Background: an optimization exercise with open tools, aiming at small area, a short achievable clock period and few clock cycles per item. Do not read the settings as production practice.
Only simulation tests tie the RTL to the original design; equivalence was not proved.

// cop1_fpu
module cop1_fpu (
    input  wire        clk,
    input  wire        rst,
    input  wire        in_valid,
    output wire        in_ready,
    input  wire [4:0]  in_func,
    input  wire [1:0]  in_rm,
    input  wire [31:0] in_a,
    input  wire [31:0] in_b,
    output reg         out_valid,
    output reg  [31:0] out_result,
    output reg  [4:0]  out_flags
);
clock: 22.0 ns
lec_check: 0
cap_margin: 20
core_margin: 2
core_utilization: 55
setup_slack_margin: 5
slew_margin: 20
run.sh (not shown) runs the stock make flow with config.mk's settings and CLKGATE_MAP_FILE= SYNTH_SCRIPT=/design/flow/synth_recipe.tcl, a recipe that flattens the netlist after the stock synthesis.
The first run completed without violations.
Testbench counts at the start, summed over its fixed seeds: cycles 14,207, ops 12,000.
==> next run, changes <==
--- a/flow/design.v
+++ b/flow/design.v
@@ -248,15 +248,15 @@
     assign man = ma << lza;
     assign mbn = mb << lzb;
     assign xa = $signed({2'b0, (ea == 0) ? 8'd1 : ea}) - $signed({5'b0, lza});
     assign xb = $signed({2'b0, (eb == 0) ? 8'd1 : eb}) - $signed({5'b0, lzb});
 endmodule
 module fpu_divsqrt #(
     parameter KD = 5,    
-    parameter KS = 2     
+    parameter KS = 3     
 ) (
     input  wire              clk,
     input  wire              rst,
     input  wire              start,
     input  wire              is_sqrt,
     input  wire [31:0]       a,
     input  wire [31:0]       b,
Result: Worst setup slack gets worse by 0.096 ns; core utilization is about the same; hold slack gets worse by 0.012 ns; cell count rose by 0.81%; clock skew fell by 0.0091 ns; global-route usage fell by 2.3 points; cell area hardly moves; via count fell by 0.61%; wire length fell by 4.0%.
Testbench counts after the change, summed over its fixed seeds: cycles 13,783, ops 12,000.

--- another note on this design; it stands on its own ---

// cop1_fpu
module cop1_fpu (
    input  wire        clk,
    input  wire        rst,
    input  wire        in_valid,
    output wire        in_ready,
    input  wire [4:0]  in_func,
    input  wire [1:0]  in_rm,
    input  wire [31:0] in_a,
    input  wire [31:0] in_b,
    output reg         out_valid,
    output reg  [31:0] out_result,
    output reg  [4:0]  out_flags
);
    localparam F_FADD    = 5'h00, F_FSUB    = 5'h01, F_FMUL   = 5'h02,
               F_FDIV    = 5'h03, F_FSQRT   = 5'h04,
               F_FCVTSW  = 5'h10, F_FCVTSWU = 5'h11,
               F_FCVTWS  = 5'h12, F_FCVTWUS = 5'h13;
    localparam KD = 4;
    localparam ND = (26 + KD - 1) / KD;
    localparam TL = ND + 3;
    reg        v0;
    reg [4:0]  f0;
    reg [1:0]  rm0;
    reg [31:0] a0, b0;
    wire       go0;           
    assign in_ready = ~v0 | go0;
    wire [23:0]       in_man, in_mbn;
    wire signed [9:0] in_xa, in_xb;
    fpu_unpack u_unpack (.a(in_a), .b(in_b), .man(in_man), .mbn(in_mbn), .xa(in_xa), .xb(in_xb));
    reg [23:0]        man, mbn;
    reg signed [9:0]  xa, xb;
    always @(posedge clk) begin
        if (in_ready) begin
            f0  <= in_func;
            rm0 <= in_rm;
            a0  <= in_a;
            b0  <= in_b;
            man <= in_man;
            mbn <= in_mbn;
            xa  <= in_xa;
            xb  <= in_xb;
        end
        if (rst)           v0 <= 1'b0;
        else if (in_ready) v0 <= in_valid;
    end
    wire              add_use, mul_use, cvt_use;
    wire              add_sign, mul_sign, cvt_sign;
    wire signed [9:0] add_exp, mul_exp, cvt_exp;
    wire [26:0]       add_sig, mul_sig, cvt_sig;
    wire [31:0]       add_res, mul_res, cvt_res, cmp_res, ds_res;
    wire [4:0]        add_flags, mul_flags, cvt_flags, cmp_flags, ds_flags;
    fpu_addsub u_add (
        .a(a0), .b(b0), .sub(f0 == F_FSUB), .rm(rm0),
        .use_rnd(add_use), .r_sign(add_sign), .r_exp(add_exp), .r_sig(add_sig),
        .res(add_res), .flags(add_flags)
    );
    fpu_mul u_mul (
        .a(a0), .b(b0), .man(man), .mbn(mbn), .xa(xa), .xb(xb),
  ...
Size: about 110 I/O pins, ~0.087 mm^2 of cells after synthesis.
export LEC_CHECK = 0
export CAP_MARGIN = 20
export CORE_MARGIN = 2
export CORE_UTILIZATION = 55
export SLEW_MARGIN = 20
create_clock -name core_clock -period 22.0 [get_ports {clk}]
standard.sh (not shown) runs the stock make flow with config.mk's settings and CLKGATE_MAP_FILE= SYNTH_SCRIPT=/design/flow/synth_recipe.tcl, a recipe that flattens the netlist after the stock synthesis.
==> flow/flow/run.sh <==
#!/bin/bash
set -euo pipefail
bash standard.sh SETUP_SLACK_MARGIN=12 finish > standard.log 2>&1
Testbench counts at the start, summed over its fixed seeds: cycles 13,479, ops 12,000.
==> next run, changes <==
==> flow/flow/run.sh (replaced) <==
#!/bin/bash
set -euo pipefail
bash standard.sh SETUP_SLACK_MARGIN=16 finish > standard.log 2>&1
This time the run never finished: it broke off in 5_1_grt, error GRT-0232. Synthesized area stays the same. Synthesized cell count is unchanged.
==> next run, changes <==
==> flow/flow/run.sh (replaced) <==
#!/bin/bash
set -euo pipefail
bash standard.sh SETUP_SLACK_MARGIN=10 finish > standard.log 2>&1
Outcome: Now the flow finished with timing, DRC and antenna clean. Area after synthesis is unchanged. Synthesized cell count does not change.

==> afterwards: timing with drivers on the ports <==
How much do the figures lean on ideal ports? The routed layouts below were timed once more, with nothing changed but the port constraints.
Step 1 sets driving cells, clkbuf_16 on the clock port and buf_2 on the other inputs (assumed; they add their load-dependent delay and slew).
Step 2 also shifts input and output timing later by t, the mid clock arrival at the registers, as if the neighbouring blocks saw the same clock.
a / b / c = ideal / step 1 / step 2; a / b = the first two.
run	shift t [ns]	slack for setup (ns)	pins driven straight from the clock port
the first run of note 1	0.806	5.794 / 5.794 / 5.794	1
the second run of note 1	0.761	5.698 / 5.698 / 5.698	1
the first run of note 2	0.812	11.469 / 11.469 / 11.349	1
the third run of note 2	0.795	10.393 / 10.393 / 10.305	1
After both steps every run listed still meets setup and hold. For the first run of note 2, which loses most, drivers alone change the setup slack by 0.000 ns; drivers and shift together by -0.120 ns.
